Context: an optimization exercise on an open-source flow, tuned for small area, a short achievable clock period and few clock cycles per item. The choices shown serve that exercise and are no tape-out recipe.
No functional check of the RTL was part of this run.

[flow/run.sh]
#!/bin/bash
# synth_recipe.tcl (not shown) runs the flow's synth.tcl, then flattens the netlist and writes it again
# the make line also repeats each setting of config.mk as NAME=value (left out here)
make -C /OpenROAD-flow-scripts/flow DESIGN_CONFIG=/design/flow/config.mk WORK_HOME=/design/flow/orfs CLKGATE_MAP_FILE= SYNTH_SCRIPT=/design/flow/synth_recipe.tcl finish
[flow/config.mk]
export PLATFORM = sky130hd
export DESIGN_NAME = pfu_interp
export DESIGN_NICKNAME = pfu_interp
export VERILOG_FILES = /design/flow/design.v
export SDC_FILE = /design/flow/constraint.sdc
export NUM_CORES = 4
export LEC_CHECK = 0
export CAP_MARGIN = 20
export CORE_MARGIN = 2
export CORE_UTILIZATION = 40
export PLACE_DENSITY = 0.6
export SLEW_MARGIN = 20
[flow/constraint.sdc]
create_clock -name core_clock -period 20.0 [get_ports {clk}]
set_input_delay 4.0000 -clock core_clock [delete_from_list [all_inputs] [get_ports {clk}]]
set_output_delay 4.0000 -clock core_clock [all_outputs]
set_load 0.01 [all_outputs]
[flow/design.v]
module pfu_interp (
    input  wire               clk,
    input  wire               rst,
    input  wire signed [12:0] cfg_off_s,
    input  wire signed [12:0] cfg_off_c,
    input  wire        [14:0] cfg_gain,
    input  wire signed [13:0] cfg_quad,
    input  wire        [3:0]  cfg_k,
    input  wire               cfg_invert,
    input  wire        [47:0] cfg_pos_offset,
    input  wire               in_valid,
    output reg                in_ready,
    input  wire signed [13:0] in_s,
    input  wire signed [13:0] in_c,
    output reg                out_valid,
    output reg         [15:0] out_phase,
    output reg         [15:0] out_amp,
    output reg         [47:0] out_pos,
    output reg                out_overspeed
);
    reg  [12:1] v;      
    reg  [12:1] tag;    
    reg         cur;    
    reg  [1:0]  svld;   
    reg  [52:0] slot0, slot1;
    wire [52:0] cfg_in = {cfg_k, cfg_invert, cfg_pos_offset};
    wire [52:0] slot_cur = cur ? slot1 : slot0;
    wire        eq  = (cur ? svld[1] : svld[0]) && (cfg_in == slot_cur);
    wire        xfer = in_valid && in_ready && !rst;
    wire        flip = xfer && !eq;
    wire        cur_n = cur ^ flip;
    wire        busy_if0 = |(v[10:1] & ~tag[10:1]);   
    wire        busy_if1 = |(v[10:1] &  tag[10:1]);
    always @(posedge clk) begin
        if (rst) begin
            v        <= 0;
            cur      <= 1'b0;
            svld     <= 2'b00;
            in_ready <= 1'b1;
        end else begin
            v        <= {v[11:1], xfer};
            cur      <= cur_n;
            if (flip) begin
                if (cur) svld[0] <= 1'b1; else svld[1] <= 1'b1;
            end
            in_ready <= !(cur_n ? busy_if0 : busy_if1);
        end
        tag <= {tag[11:1], cur_n};
        if (flip && cur)  slot0 <= cfg_in;
        if (flip && !cur) slot1 <= cfg_in;
    end
    reg signed [14:0] a1, cd1;
    reg        [14:0] g1;
    reg signed [13:0] q1;
    always @(posedge clk) begin
        a1  <= in_s - cfg_off_s;
        cd1 <= in_c - cfg_off_c;
        g1  <= cfg_gain;
        q1  <= cfg_quad;
    end
    wire signed [30:0] p1 = cd1 * $signed({1'b0, g1});
    wire signed [28:0] p2 = a1 * q1;
    wire signed [15:0] b1 = $signed(p1[30:14]) + $signed(p2[28:15]);
    reg  signed [15:0] b2;
    reg  signed [14:0] a2;
    always @(posedge clk) begin
        b2 <= b1;
        a2 <= a1;
    end
    wire        neg = b2[15];
    wire [15:0] x_0 = neg ? -b2 : b2;
    wire signed [14:0] y_0 = neg ? -a2 : a2;
    wire        d_0 = !y_0[14] && (|y_0);
    wire signed [17:0] ys_0 = y_0 >>> 0;
    wire        [17:0] xs_0 = {2'b0, x_0} >> 0;
    wire signed [17:0] xn_0 = d_0 ? $signed({2'b0, x_0}) + ys_0 : $signed({2'b0, x_0}) - ys_0;
    wire signed [17:0] yn_0 = d_0 ? y_0 - $signed(xs_0) : y_0 + $signed(xs_0);
    wire        [15:0] xw_0 = xn_0[15:0];
    wire signed [15:0] yw_0 = yn_0[15:0];
    wire        d_1 = !yw_0[15] && (|yw_0);
    wire signed [17:0] ys_1 = yw_0 >>> 1;
    wire        [17:0] xs_1 = {2'b0, xw_0} >> 1;
    wire signed [17:0] xn_1 = d_1 ? $signed({2'b0, xw_0}) + ys_1 : $signed({2'b0, xw_0}) - ys_1;
    wire signed [17:0] yn_1 = d_1 ? yw_0 - $signed(xs_1) : yw_0 + $signed(xs_1);
    reg        [15:0] xr3;
    reg signed [14:0] yr3;
    reg        [2:0] dr3;
    always @(posedge clk) begin
        xr3 <= xn_1[15:0];
        yr3 <= yn_1[14:0];
        dr3 <= {d_1, d_0, neg};
    end
    wire        d_2 = !yr3[14] && (|yr3);
    wire signed [17:0] ys_2 = yr3 >>> 2;
    wire        [17:0] xs_2 = {2'b0, xr3} >> 2;
    wire signed [17:0] xn_2 = d_2 ? $signed({2'b0, xr3}) + ys_2 : $signed({2'b0, xr3}) - ys_2;
    wire signed [17:0] yn_2 = d_2 ? yr3 - $signed(xs_2) : yr3 + $signed(xs_2);
    wire        [15:0] xw_2 = xn_2[15:0];
    wire signed [14:0] yw_2 = yn_2[14:0];
    wire        d_3 = !yw_2[14] && (|yw_2);
    wire signed [17:0] ys_3 = yw_2 >>> 3;
    wire        [17:0] xs_3 = {2'b0, xw_2} >> 3;
    wire signed [17:0] xn_3 = d_3 ? $signed({2'b0, xw_2}) + ys_3 : $signed({2'b0, xw_2}) - ys_3;
    wire signed [17:0] yn_3 = d_3 ? yw_2 - $signed(xs_3) : yw_2 + $signed(xs_3);
    reg        [15:0] xr4;
    reg signed [13:0] yr4;
    reg        [4:0] dr4;
    always @(posedge clk) begin
        xr4 <= xn_3[15:0];
        yr4 <= yn_3[13:0];
        dr4 <= {d_3, d_2, dr3[2], dr3[1], dr3[0]};
    end
    wire        d_4 = !yr4[13] && (|yr4);
    wire signed [17:0] ys_4 = yr4 >>> 4;
    wire        [17:0] xs_4 = {2'b0, xr4} >> 4;
    wire signed [17:0] xn_4 = d_4 ? $signed({2'b0, xr4}) + ys_4 : $signed({2'b0, xr4}) - ys_4;
    wire signed [17:0] yn_4 = d_4 ? yr4 - $signed(xs_4) : yr4 + $signed(xs_4);
    wire        [15:0] xw_4 = xn_4[15:0];
    wire signed [12:0] yw_4 = yn_4[12:0];
    wire        d_5 = !yw_4[12] && (|yw_4);
    wire signed [17:0] ys_5 = yw_4 >>> 5;
    wire        [17:0] xs_5 = {2'b0, xw_4} >> 5;
    wire signed [17:0] xn_5 = d_5 ? $signed({2'b0, xw_4}) + ys_5 : $signed({2'b0, xw_4}) - ys_5;
    wire signed [17:0] yn_5 = d_5 ? yw_4 - $signed(xs_5) : yw_4 + $signed(xs_5);
    reg        [15:0] xr5;
    reg signed [11:0] yr5;
    reg        [6:0] dr5;
    always @(posedge clk) begin
        xr5 <= xn_5[15:0];
        yr5 <= yn_5[11:0];
        dr5 <= {d_5, d_4, dr4[4], dr4[3], dr4[2], dr4[1], dr4[0]};
    end
    wire        d_6 = !yr5[11] && (|yr5);
    wire signed [17:0] ys_6 = yr5 >>> 6;
    wire        [17:0] xs_6 = {2'b0, xr5} >> 6;
    wire signed [17:0] xn_6 = d_6 ? $signed({2'b0, xr5}) + ys_6 : $signed({2'b0, xr5}) - ys_6;
    wire signed [17:0] yn_6 = d_6 ? yr5 - $signed(xs_6) : yr5 + $signed(xs_6);
    wire        [15:0] xw_6 = xn_6[15:0];
    wire signed [10:0] yw_6 = yn_6[10:0];
    wire        d_7 = !yw_6[10] && (|yw_6);
    wire signed [17:0] ys_7 = yw_6 >>> 7;
    wire        [17:0] xs_7 = {2'b0, xw_6} >> 7;
    wire signed [17:0] xn_7 = d_7 ? $signed({2'b0, xw_6}) + ys_7 : $signed({2'b0, xw_6}) - ys_7;
    wire signed [17:0] yn_7 = d_7 ? yw_6 - $signed(xs_7) : yw_6 + $signed(xs_7);
    reg        [15:0] xr6;
    reg signed [9:0] yr6;
    reg        [8:0] dr6;
    always @(posedge clk) begin
        xr6 <= xn_7[15:0];
        yr6 <= yn_7[9:0];
        dr6 <= {d_7, d_6, dr5[6], dr5[5], dr5[4], dr5[3], dr5[2], dr5[1], dr5[0]};
    end
    wire        d_8 = !yr6[9] && (|yr6);
    wire signed [17:0] ys_8 = yr6 >>> 8;
    wire        [17:0] xs_8 = {2'b0, xr6} >> 8;
    wire signed [17:0] xn_8 = d_8 ? $signed({2'b0, xr6}) + ys_8 : $signed({2'b0, xr6}) - ys_8;
    wire signed [17:0] yn_8 = d_8 ? yr6 - $signed(xs_8) : yr6 + $signed(xs_8);
    wire        [15:0] xw_8 = xn_8[15:0];
    wire signed [8:0] yw_8 = yn_8[8:0];
    wire        d_9 = !yw_8[8] && (|yw_8);
    wire signed [17:0] ys_9 = yw_8 >>> 9;
    wire        [17:0] xs_9 = {2'b0, xw_8} >> 9;
    wire signed [17:0] xn_9 = d_9 ? $signed({2'b0, xw_8}) + ys_9 : $signed({2'b0, xw_8}) - ys_9;
    wire signed [17:0] yn_9 = d_9 ? yw_8 - $signed(xs_9) : yw_8 + $signed(xs_9);
    reg        [15:0] xr7;
    reg signed [7:0] yr7;
    reg        [10:0] dr7;
    always @(posedge clk) begin
        xr7 <= xn_9[15:0];
        yr7 <= yn_9[7:0];
        dr7 <= {d_9, d_8, dr6[8], dr6[7], dr6[6], dr6[5], dr6[4], dr6[3], dr6[2], dr6[1], dr6[0]};
    end
    wire        d_10 = !yr7[7] && (|yr7);
    wire signed [17:0] ys_10 = yr7 >>> 10;
    wire        [17:0] xs_10 = {2'b0, xr7} >> 10;
    wire signed [17:0] xn_10 = d_10 ? $signed({2'b0, xr7}) + ys_10 : $signed({2'b0, xr7}) - ys_10;
    wire signed [17:0] yn_10 = d_10 ? yr7 - $signed(xs_10) : yr7 + $signed(xs_10);
    wire        [15:0] xw_10 = xn_10[15:0];
    wire signed [6:0] yw_10 = yn_10[6:0];
    wire        d_11 = !yw_10[6] && (|yw_10);
    wire signed [17:0] ys_11 = yw_10 >>> 11;
    wire        [17:0] xs_11 = {2'b0, xw_10} >> 11;
    wire signed [17:0] xn_11 = d_11 ? $signed({2'b0, xw_10}) + ys_11 : $signed({2'b0, xw_10}) - ys_11;
    wire signed [17:0] yn_11 = d_11 ? yw_10 - $signed(xs_11) : yw_10 + $signed(xs_11);
    reg        [15:0] xr8;
    reg signed [5:0] yr8;
    reg        [12:0] dr8;
    always @(posedge clk) begin
        xr8 <= xn_11[15:0];
        yr8 <= yn_11[5:0];
        dr8 <= {d_11, d_10, dr7[10], dr7[9], dr7[8], dr7[7], dr7[6], dr7[5], dr7[4], dr7[3], dr7[2], dr7[1], dr7[0]};
    end
    wire        d_12 = !yr8[5] && (|yr8);
    wire signed [17:0] ys_12 = yr8 >>> 12;
    wire        [17:0] xs_12 = {2'b0, xr8} >> 12;
    wire signed [17:0] xn_12 = d_12 ? $signed({2'b0, xr8}) + ys_12 : $signed({2'b0, xr8}) - ys_12;
    wire signed [17:0] yn_12 = d_12 ? yr8 - $signed(xs_12) : yr8 + $signed(xs_12);
    wire        [15:0] xw_12 = xn_12[15:0];
    wire signed [4:0] yw_12 = yn_12[4:0];
    wire        d_13 = !yw_12[4] && (|yw_12);
    wire signed [17:0] ys_13 = yw_12 >>> 13;
    wire        [17:0] xs_13 = {2'b0, xw_12} >> 13;
    wire signed [17:0] xn_13 = d_13 ? $signed({2'b0, xw_12}) + ys_13 : $signed({2'b0, xw_12}) - ys_13;
    wire signed [17:0] yn_13 = d_13 ? yw_12 - $signed(xs_13) : yw_12 + $signed(xs_13);
    reg        [15:0] xr9;
    reg signed [4:0] yr9;
    reg        [14:0] dr9;
    always @(posedge clk) begin
        xr9 <= xn_13[15:0];
        yr9 <= yn_13[4:0];
        dr9 <= {d_13, d_12, dr8[12], dr8[11], dr8[10], dr8[9], dr8[8], dr8[7], dr8[6], dr8[5], dr8[4], dr8[3], dr8[2], dr8[1], dr8[0]};
    end
    wire        d_14 = !yr9[4] && (|yr9);
    wire signed [17:0] ys_14 = yr9 >>> 14;
    wire        [17:0] xs_14 = {2'b0, xr9} >> 14;
    wire signed [17:0] xn_14 = d_14 ? $signed({2'b0, xr9}) + ys_14 : $signed({2'b0, xr9}) - ys_14;
    wire signed [17:0] yn_14 = d_14 ? yr9 - $signed(xs_14) : yr9 + $signed(xs_14);
    reg        [15:0] xr10;
    reg signed [4:0] yr10;
    reg        [15:0] dr10;
    always @(posedge clk) begin
        xr10 <= xn_14[15:0];
        yr10 <= yn_14[4:0];
        dr10 <= {d_14, dr9[14], dr9[13], dr9[12], dr9[11], dr9[10], dr9[9], dr9[8], dr9[7], dr9[6], dr9[5], dr9[4], dr9[3], dr9[2], dr9[1], dr9[0]};
    end
    wire [15:0] ph_c = {dr10[0], 15'd0} + 16'd47354 + (dr10[1] ? 16'd16384 : 16'd0) + (dr10[2] ? 16'd9672 : 16'd0) + (dr10[3] ? 16'd5110 : 16'd0) + (dr10[4] ? 16'd2594 : 16'd0) + (dr10[5] ? 16'd1302 : 16'd0) + (dr10[6] ? 16'd652 : 16'd0) + (dr10[7] ? 16'd326 : 16'd0) + (dr10[8] ? 16'd162 : 16'd0) + (dr10[9] ? 16'd82 : 16'd0) + (dr10[10] ? 16'd40 : 16'd0) + (dr10[11] ? 16'd20 : 16'd0) + (dr10[12] ? 16'd10 : 16'd0) + (dr10[13] ? 16'd6 : 16'd0) + (dr10[14] ? 16'd2 : 16'd0) + (dr10[15] ? 16'd2 : 16'd0);
    wire [31:0] amp_f = xr10 * 32'd19898;
    reg  [15:0] ph11, amp11;
    always @(posedge clk) begin
        ph11  <= ph_c;
        amp11 <= amp_f[30:15];
    end
    reg  [15:0] ph_last;
    reg  [63:0] fine;
    wire        inv_11 = tag[11] ? slot1[48] : slot0[48];
    wire [15:0] dp_raw = ph11 - ph_last;
    wire [15:0] dp = inv_11 ? ph_last - ph11 : dp_raw;
    wire        ovs = (dp_raw[15:14] == 2'b01 && dp_raw[13:0] != 14'd0) || (dp_raw[15:14] == 2'b10);
    wire [15:0] dpv = v[11] ? dp : 16'd0;
    reg  [15:0] ph12, amp12;
    reg         ovs12;
    always @(posedge clk) begin
        if (rst) begin
            ph_last <= 16'd0;
            fine    <= 64'd0;
        end else begin
            if (v[11]) ph_last <= ph11;
            fine <= fine + {{48{dpv[15]}}, dpv};
        end
        ph12  <= ph11;
        amp12 <= amp11;
        ovs12 <= ovs;
    end
    wire [52:0] cfg_12 = tag[12] ? slot1 : slot0;
    wire [62:0] fss = $signed(fine[63:1]) >>> (~cfg_12[52:49]);
    always @(posedge clk) begin
        if (rst) out_valid <= 1'b0;
        else     out_valid <= v[12];
        out_phase     <= ph12;
        out_amp       <= amp12;
        out_overspeed <= ovs12;
        out_pos       <= fss[47:0] + cfg_12[47:0];
    end
endmodule
==> results.txt <==
## synth_stat cells, types with 13 or more instances
cell type	number	area [sq um]
sky130_fd_sc_hd__a31oi_1	43	269.0
sky130_fd_sc_hd__o41ai_1	18	157.7
sky130_fd_sc_hd__o21a_1	57	427.9
sky130_fd_sc_hd__and2_1	238	1489
sky130_fd_sc_hd__nand3_1	70	350.3
sky130_fd_sc_hd__and3_1	37	231.5
sky130_fd_sc_hd__nor4_1	44	275.3
sky130_fd_sc_hd__a211oi_1	44	330.3
sky130_fd_sc_hd__or3_1	44	275.3
sky130_fd_sc_hd__mux2i_1	296	2963
sky130_fd_sc_hd__nand2_1	493	1851
sky130_fd_sc_hd__ha_1	930	11640
sky130_fd_sc_hd__o21ai_0	281	1406
sky130_fd_sc_hd__a221oi_1	17	148.9
sky130_fd_sc_hd__nand2b_1	92	575.6
sky130_fd_sc_hd__a21boi_0	68	510.5
sky130_fd_sc_hd__nor3_1	120	600.6
sky130_fd_sc_hd__o22ai_1	17	106.4
sky130_fd_sc_hd__or2_2	32	200.2
sky130_fd_sc_hd__fa_1	519	10390
sky130_fd_sc_hd__a2111oi_0	29	254.0
sky130_fd_sc_hd__nor2b_1	133	832.1
sky130_fd_sc_hd__nor2_1	490	1839
sky130_fd_sc_hd__edfxtp_1	106	3183
sky130_fd_sc_hd__clkbuf_1	147	551.8
sky130_fd_sc_hd__buf_1	25	93.84
sky130_fd_sc_hd__o31ai_1	39	292.8
sky130_fd_sc_hd__a211o_1	15	131.4
sky130_fd_sc_hd__or4_1	20	150.1
sky130_fd_sc_hd__o2111ai_1	15	131.4
sky130_fd_sc_hd__dfxtp_1	622	12450
sky130_fd_sc_hd__a21o_1	204	1531
sky130_fd_sc_hd__o211ai_1	28	210.2
sky130_fd_sc_hd__o31a_1	13	113.9
sky130_fd_sc_hd__xnor2_1	449	3933
sky130_fd_sc_hd__o21bai_1	46	345.3
sky130_fd_sc_hd__nor3b_1	13	97.59
sky130_fd_sc_hd__mux2_2	64	720.7
sky130_fd_sc_hd__inv_1	1097	4118
sky130_fd_sc_hd__xor2_1	245	2146
sky130_fd_sc_hd__o311ai_0	15	131.4
sky130_fd_sc_hd__nand4_1	52	325.3
sky130_fd_sc_hd__a21oi_1	385	1927
## worst max-delay path: cells and delay by family, from the launching register on
kind	cells	cell delay, ps
adders and majority gates	2	640
and+or+nand+nor	11	3110
xor gates and xnor gates	2	290
AOI/OAI and AO/OA	16	3860
buffers and inverters	3	610
DFF	1	370
## layer usage
layer  track usage, %  share of wire (%)  vias to the layer above
met5                0                  0                        -
met4            4.929                2.4                        0
met3            2.056                2.9                      213
met2            33.63                 50                      819
met1            23.40                 45                    25770
li1                 -                  -                    27030
## through the flow
step | hold WS (ps) | utilization (%) | area (sq um) | instances
after floorplan | 309.6 | - | 71690 | 7994
after global placement | 310.7 | 43.24 | 76310 | 10390
after detailed placement | 312.1 | 43.24 | 76310 | 10390
after CTS | 317.2 | 45.05 | 79510 | 10560
after global routing | 318.5 | 45.06 | 79530 | 10560
final | 312.0 | 45.06 | 79540 | 10570
## sequential cells by signal, summed over array words and instances, names as in the netlist, 48 cells and up
name,count
slot0,53
slot1,53
out_pos,48
fine,64
## worst max-delay path by stage
stage | startpoint | endpoint | slack (ps) | cells past startpoint
finish | yr3[4]$_DFF_P_ | xr4[14]$_DFF_P_ | 11030 | 34
global route | yr3[4]$_DFF_P_ | xr4[14]$_DFF_P_ | 10200 | 34
CTS | q1[13]$_DFF_P_ | b2[15]$_DFF_P_ | 11050 | 30
detailed placement | q1[13]$_DFF_P_ | b2[15]$_DFF_P_ | 11030 | 30
global placement | q1[13]$_DFF_P_ | b2[15]$_DFF_P_ | 11150 | 30
floorplan | yr3[4]$_DFF_P_ | xr4[15]$_DFF_P_ | 11990 | 35
## cell type report
class / count / share of cell area (%)
Multi-Input combinational cell: 5983 / 64.44
Clock inverter: 58 / 0.9093
Tap cell: 2340 / 3.681
Inverter: 1101 / 5.199
Timing Repair Buffer: 241 / 2.967
Clock buffer: 107 / 3.118
Sequential cell: 728 / 19.66
Antenna cell: 8 / 0.02517
## kinds of logic (layout without fill, tap and decap cells)
kind of cell             Yosys count  after routing  synth area share (%)
AO/OA/AOI/OAI                   1438           1438                 13.20
XOR/XNOR                         694            694                 8.528
adder cells (fa/ha/maj)         1449           1449                 30.90
buffers and inverters           1283           1507                 6.822
flip-flops                       728            728                 21.94
multiplexers                     362            362                 5.231
other                              2            122               0.01054
AND/OR/NAND/NOR                 1926           1926                 13.37
==> report_table.html <==
<table>
<tr><th>Metric</th><th>Value</th></tr>
<tr><th colspan="2">Synth</th></tr>
<tr><td>Sequential share of the synthesized area</td><td>21.94%</td></tr>
<tr><td>Post-synth design cell area</td><td>0.07127 sq mm</td></tr>
<tr><td>Flop and latch count out of synthesis</td><td>728</td></tr>
<tr><td>Per-instance average area after synthesis</td><td>9.043 sq um</td></tr>
<tr><td>Number of distinct library cell variants in the gate-level netlist after synthesis</td><td>89</td></tr>
<tr><td>Number of warning messages in the yosys log</td><td>1</td></tr>
<tr><td>Number of instances in the synthesized netlist</td><td>7,882</td></tr>
<tr><td>Synth Flop Type</td><td>sky130_fd_sc_hd__dfxtp_1</td></tr>
<tr><td>Post-synthesis async set-or-reset flop share</td><td>0%</td></tr>
<tr><td>Number of enable flip-flop cells after synthesis</td><td>106</td></tr>
<tr><th colspan="2">Timing</th></tr>
<tr><td>Count of endpoints failing hold in the final timing report</td><td>0</td></tr>
<tr><td>Worst clock skew</td><td>29.04 ps</td></tr>
<tr><td>Number of pins exceeding their max-slew limit in the final report</td><td>0</td></tr>
<tr><td>Maximum operating frequency</td><td>0.1115 GHz</td></tr>
<tr><td>RSZ-0062 raised after global routing</td><td>false</td></tr>
<tr><td>Final setup violation count</td><td>0</td></tr>
<tr><td>Final period util</td><td>44.84%</td></tr>
<tr><td>Transition at the pin with the smallest max-transition slack</td><td>1079 ps</td></tr>
<tr><td>Worst slew slack as a fraction of its limit</td><td>26.18%</td></tr>
<tr><td>Final worst slack</td><td>11,030 ps</td></tr>
<tr><td>Final min period</td><td>8969 ps</td></tr>
<tr><td>Total negative slack for setup checks</td><td>0 ps</td></tr>
<tr><th colspan="2">Floorplanning</th></tr>
<tr><td>Placeable core region</td><td>0.1765 sq mm</td></tr>
<tr><td>IO Pins</td><td>222</td></tr>
<tr><td>Row Count</td><td>154</td></tr>
<tr><td>Initial cell density of the core</td><td>40.38%</td></tr>
<tr><td>Die height</td><td>426.1 um</td></tr>
<tr><td>Total die area</td><td>0.1816 sq mm</td></tr>
<tr><td>Die width</td><td>426.1 um</td></tr>
<tr><th colspan="2">GRT</th></tr>
<tr><td>Number of antenna violations at the first check in global routing</td><td>6</td></tr>
<tr><td>Vias in the first global route</td><td>54,540</td></tr>
<tr><td>Maximum number of pins on one net before global-route repair</td><td>73</td></tr>
<tr><td>Global-route congestion overflow total</td><td>0</td></tr>
<tr><td>Total track usage</td><td>18.63%</td></tr>
<tr><td>Wire length of the first global-routing pass</td><td>278,100 um</td></tr>
<tr><th colspan="2">Place</th></tr>
<tr><td>Routability cong.</td><td>0.8705</td></tr>
<tr><td>Post-place setup slack</td><td>11,030 ps</td></tr>
<tr><td>Detailed-placement wirelength estimate</td><td>139,000 um</td></tr>
<tr><td>Number of buffers inserted by port buffering</td><td>221</td></tr>
<tr><th colspan="2">Route</th></tr>
<tr><td>Number of design-rule violations left by the first detailed-router iteration</td><td>2,584</td></tr>
<tr><td>WL/cell</td><td>16.06 um</td></tr>
<tr><td>Via density per instance</td><td>5.095</td></tr>
<tr><td>Antenna Violating Nets Remaining</td><td>0</td></tr>
<tr><td>DRT Wirelength</td><td>169,700 um</td></tr>
<tr><td>Number of search-and-repair iterations in the first detailed-routing pass</td><td>7</td></tr>
<tr><td>Via count of the routed design</td><td>53,830</td></tr>
<tr><td>DRC violations left</td><td>0</td></tr>
<tr><th colspan="2">Critical path</th></tr>
<tr><td>Reg-to-reg critical path endpoint</td><td>xr4[14]$_DFF_P_</td></tr>
<tr><td>Highest net fanout along the worst path</td><td>19</td></tr>
<tr><td>Source of the worst register-to-register timing path</td><td>yr3[4]$_DFF_P_</td></tr>
<tr><td>Worst setup slack for register-to-register paths</td><td>11,030 ps</td></tr>
<tr><td>Crit Path Category</td><td>flop to flop</td></tr>
<tr><td>Required time of the critical path</td><td>20,630 ps</td></tr>
<tr><td>Arrival time at the worst endpoint</td><td>9600 ps</td></tr>
<tr><td>Library cell appearing most often on the critical path</td><td>sky130_fd_sc_hd__o21ai_0</td></tr>
<tr><td>Path depth of the worst reg2reg path</td><td>34</td></tr>
<tr><td>Critical Path Slowest Stage Cell</td><td>sky130_fd_sc_hd__a311oi_1</td></tr>
<tr><td>Critical Path Max Stage Delay</td><td>730 ps</td></tr>
<tr><td>Capturing element type of the critical path</td><td>flop</td></tr>
<tr><td>Sort of element at the start of the critical path</td><td>flop</td></tr>
<tr><th colspan="2">Layout</th></tr>
<tr><td>Commonest non-fill, non-tap cell in the layout</td><td>sky130_fd_sc_hd__inv_1</td></tr>
<tr><td>Multi-input logic area</td><td>0.05125 sq mm</td></tr>
<tr><td>Layout net count</td><td>9,732</td></tr>
<tr><td>Share of cells above drive strength 1</td><td>3.870%</td></tr>
<tr><td>FF/Latch Area</td><td>0.01564 sq mm</td></tr>
<tr><td>Fill cell total of the finished layout</td><td>17,230</td></tr>
<tr><td>Most frequent cells in the layout</td><td>sky130_fd_sc_hd__inv_1, sky130_fd_sc_hd__ha_1, sky130_fd_sc_hd__dfxtp_1</td></tr>
<tr><td>Synth-to-layout area growth</td><td>11.59%</td></tr>
<tr><th colspan="2">Min path</th></tr>
<tr><td>Hold_sp</td><td>dr8[11]$_DFF_P_</td></tr>
<tr><td>Hold Crit Endpoint</td><td>dr9[11]$_DFF_P_</td></tr>
<tr><td>Worst min-delay path category</td><td>flop to flop</td></tr>
<tr><td>Hold Crit Depth</td><td>0</td></tr>
<tr><th colspan="2">Clock network</th></tr>
<tr><td>CTS HTree Levels</td><td>3</td></tr>
<tr><td>Number of clock sinks seen by CTS</td><td>728</td></tr>
<tr><td>Master cell of the clock root buffer</td><td>sky130_fd_sc_hd__clkbuf_16</td></tr>
<tr><td>Worst-Skew Late Latency</td><td>720 ps</td></tr>
<tr><td>Clock transition at the registers of the reported paths</td><td>50 ps</td></tr>
<tr><td>Worst-case clock buffer depth</td><td>3</td></tr>
<tr><td>Number of setup buffers added after CTS</td><td>0</td></tr>
<tr><td>Cts bufs inserted</td><td>89</td></tr>
<tr><td>CTS hold repair buffers</td><td>0</td></tr>
<tr><td>CTS tree</td><td>built</td></tr>
<tr><td>Count of cells resized by post-cts repair</td><td>0</td></tr>
<tr><th colspan="2">Flow run</th></tr>
<tr><td>Number of max-capacitance violations reported</td><td>0</td></tr>
<tr><th colspan="2">Status</th></tr>
<tr><td>Run status</td><td>no timing/DRC/antenna violations</td></tr>
</table>

-- what the ideal ports hide --
Ports are ideal in the flow. The routed layout listed here was re-timed in OpenROAD. Step 1 sets driving cells, clkbuf_16 on the clock port and buf_2 on the other inputs (assumed; they add their load-dependent delay and slew). Step 2 times the ports against the registers' clock, not the clock port: input delays grow and output delays shrink by t, the midpoint of the rising clock arrivals with the driver on. Slacks: ideal ports / drivers / drivers and shift; pairs: ideal ports / drivers.
shift t [ns]: 0.786
setup WS [ns]: 11.031 / 11.031 / 11.031
latest minus earliest clock arrival (ns): 0.039 / 0.039
After both steps this run still meets setup and hold. For this run, drivers alone change the setup slack by 0.000 ns; drivers and shift together by 0.000 ns.
